This design comes from an exercise in tuning for small area and a short achievable clock period on the open sky130 flow, not from production work. In this exercise RTL edits were held to simulation tests only and were not proved equivalent to the original.

job 9573:
Design epilogue_unit, start of the top module:
module epilogue_unit (
    input  wire        clk,
    input  wire        rst,           
    input  wire        in_valid,
    input  wire [31:0] in_y,          
    input  wire [15:0] in_sc,         
    input  wire [15:0] in_sx,         
    input  wire [31:0] in_bias,       
    input  wire        in_bias_fp16,  
    input  wire        in_null,       
    input  wire        in_relu,       
    input  wire [3:0]  in_fmt,        
    output wire        out_valid,
    output wire [31:0] out_data,      
    output wire [2:0]  out_flags      
);
    localparam C0 = 1;    
    localparam CA = 0;
    localparam CB = 1;
    localparam CC = 1;
    localparam CD = 0;
    localparam CE = 1;
    localparam CF = 1;
    localparam CG = 0;
    localparam CH = 1;
    localparam CI = 0;
    localparam LAT = C0 + CA + CB + CC + CD + CE + CF + CG + CH + CI + 1;
    reg [LAT-1:0] vld;
    always @(posedge clk) begin
        if (rst)
            vld <= {LAT{1'b0}};
        else
            vld <= {vld[LAT-2:0], in_valid};
    end
    assign out_valid = vld[LAT-1];
    wire [31:0] y, bias;
    wire [15:0] sc, sx;
    wire        b16, nul, relu0;
    wire [3:0]  fmt0;
    wire [10:0] ics, ixs;
    wire [4:0]  icme, ixme;
    wire [3:0]  iclz, ixlz;
    wire        icz, icinf, icnan, ixz, ixinf, ixnan;
    epi_f16_norm u_ic (.h(in_sc), .sig(ics), .me(icme), .lz(iclz), .zero(icz), .inf(icinf), .nan(icnan));
    epi_f16_norm u_ix (.h(in_sx), .sig(ixs), .me(ixme), .lz(ixlz), .zero(ixz), .inf(ixinf), .nan(ixnan));
    wire [3:0]  rclz, rxlz;
  ...
For scale: ~7100 cells after synthesis, roughly 140 I/O pins, roughly 50000 sq um of cells after synthesis.
clock: 30.0 ns
lec_check: 0
abc_area: 1
cap_margin: 30
core_margin: 2
core_utilization: 40
cts_cluster_diameter: 170
cts_cluster_size: 26
slew_margin: 65
standard.sh (not shown) runs the stock make flow with config.mk's settings and CLKGATE_MAP_FILE= SYNTH_SCRIPT=/design/flow/synth_recipe.tcl, a recipe that flattens the netlist after the stock synthesis.
==> flow/flow/run.sh <==
#!/bin/bash
# The standard layout (standard.sh) with two changes after the standard,
# unchanged synthesis:
#  - buffer_ports inserts sky130_fd_sc_hd__buf_2 port buffers instead of the
#    tool's default pick (a slow delay buffer);
#  - placement, CTS and routing repairs may not use the delay cells
#    (clkdlybuf4s*, dlygate4sd*, dlymetal6s*) as wire or slew buffers.
set -euo pipefail
bash standard.sh synth > synth.log 2>&1
export BUFFER_PORTS_ARGS="-buffer_cell sky130_fd_sc_hd__buf_2"
DLY=""
for c in clkdlybuf4s15_1 clkdlybuf4s15_2 clkdlybuf4s18_1 clkdlybuf4s18_2 clkdlybuf4s25_1 \
         clkdlybuf4s25_2 clkdlybuf4s50_1 clkdlybuf4s50_2 dlygate4sd1_1 dlygate4sd2_1 \
         dlygate4sd3_1 dlymetal6s2s_1 dlymetal6s4s_1 dlymetal6s6s_1; do
    DLY="$DLY sky130_fd_sc_hd__$c"
done
export DONT_USE_CELLS="${DLY# }"
bash standard.sh > layout.log 2>&1
Job 9573 has completed all stages; timing, DRC and antenna checks passed.
## Diff of input files: job 1062 against job 9573
# job 9573
export LEC_CHECK = 0
export ABC_AREA = 1
export CAP_MARGIN = 30
export CORE_MARGIN = 2
export CORE_UTILIZATION = 40
export CTS_CLUSTER_DIAMETER = 170
export CTS_CLUSTER_SIZE = 26
export SLEW_MARGIN = 65
create_clock -name core_clock -period 30.0 [get_ports {clk}]
# job 1062
export LEC_CHECK = 0
export ABC_AREA = 1
export CAP_MARGIN = 60
export CORE_MARGIN = 2
export CORE_UTILIZATION = 40
export SLEW_MARGIN = 80
create_clock -name core_clock -period 30.0 [get_ports {clk}]
==> comparison <==
Comparing job 9573 and job 1062, the lower sequential share of layout area is on job 1062.
Against job 9573, per-cell routed wire length in job 1062 fell slightly.
Job 1062 ended up with a higher worst setup margin than job 9573 did.
Post-placement cell count: job 9573 and job 1062 compared, higher one is job 1062
Job 1062: PASS, flow complete, no timing, DRC or antenna violations
Input-level comparison between job 8574 and job 1062:
# job 1062
export LEC_CHECK = 0
export ABC_AREA = 1
export CAP_MARGIN = 60
export CORE_MARGIN = 2
export CORE_UTILIZATION = 40
export SLEW_MARGIN = 80
create_clock -name core_clock -period 30.0 [get_ports {clk}]
# job 8574
export LEC_CHECK = 0
export ABC_AREA = 1
export CAP_MARGIN = 20
export CORE_MARGIN = 2
export CORE_UTILIZATION = 40
export SLEW_MARGIN = 20
create_clock -name core_clock -period 30.0 [get_ports {clk}]
In the final reports, the cell area of job 8574 is smaller than that of job 1062. Of job 8574 and job 1062, it is job 8574 that has the lower first-iteration DRC count. Count of sequential standard cells: job 8574 vs job 1062 identical. Final cell count ended up 1.1% lower on job 8574 than on job 1062. In job 8574 the part of the cycle the worst path needs turned out 0.44 points higher than in job 1062. Count of clock-buffer cells in the layout came out lower on job 8574 than on job 1062. Start point of the critical path = po.g_r.r[3]: job 1062; start point of the critical path = pb.g_r.r[76]: job 8574. Summary of job 8574 over job 1062: number of cells in the design after placement moved down; number of primary I/O pins level.
Relative to job 8574, the following input files were edited for job 6749:
# job 8574
export LEC_CHECK = 0
export ABC_AREA = 1
export CAP_MARGIN = 20
export CORE_MARGIN = 2
export CORE_UTILIZATION = 40
export SLEW_MARGIN = 20
create_clock -name core_clock -period 30.0 [get_ports {clk}]
# job 6749
export LEC_CHECK = 0
export ABC_AREA = 1
export CAP_MARGIN = 30
export CORE_MARGIN = 2
export CORE_UTILIZATION = 40
export CTS_CLUSTER_DIAMETER = 150
export CTS_CLUSTER_SIZE = 22
export SLEW_MARGIN = 65
create_clock -name core_clock -period 30.0 [get_ports {clk}]
[summary]
Smallest setup slack after layout: job 6749 better than job 8574
Count of clock-buffer cells in the layout (job 6749 over job 8574): decrease, about 55%
Comparing job 8574 and job 6749, the lower area taken by flip-flops and latches is on job 8574.

## port drivers added, routing unchanged
The flow's constraints put no driver on any port. The routed layouts listed below were extracted and timed again, unchanged, in two steps. Step 1 assumes that a clkbuf_16 drives the clock port and a buf_2 every other input. Step 2 times the ports against the registers' clock, not the clock port: input delays grow and output delays shrink by t, the midpoint of the rising clock arrivals with the driver on. a / b / c = no drivers / after step 1 / after step 2; a / b = the first two.
| run | t, ns | slack for setup (ns) | slew at the worst register clock pin (ns) | worst data-port slew with drivers (ns) |
|---|---|---|---|---|
| job 9573 | 0.703 | 22.821 / 22.747 / 22.858 | 0.11 / 0.11 | 0.05 |
| job 1062 | 0.718 | 22.877 / 22.803 / 22.844 | 0.07 / 0.07 | 0.05 |
| job 8574 | 0.707 | 22.746 / 22.746 / 22.554 | 0.07 / 0.07 | 0.05 |
| job 6749 | 0.714 | 22.822 / 22.749 / 22.858 | 0.10 / 0.10 | 0.06 |
After both steps setup and hold are still met in every run listed. For job 8574, which loses most, drivers alone change the setup slack by 0.000 ns; drivers and shift together by -0.192 ns.
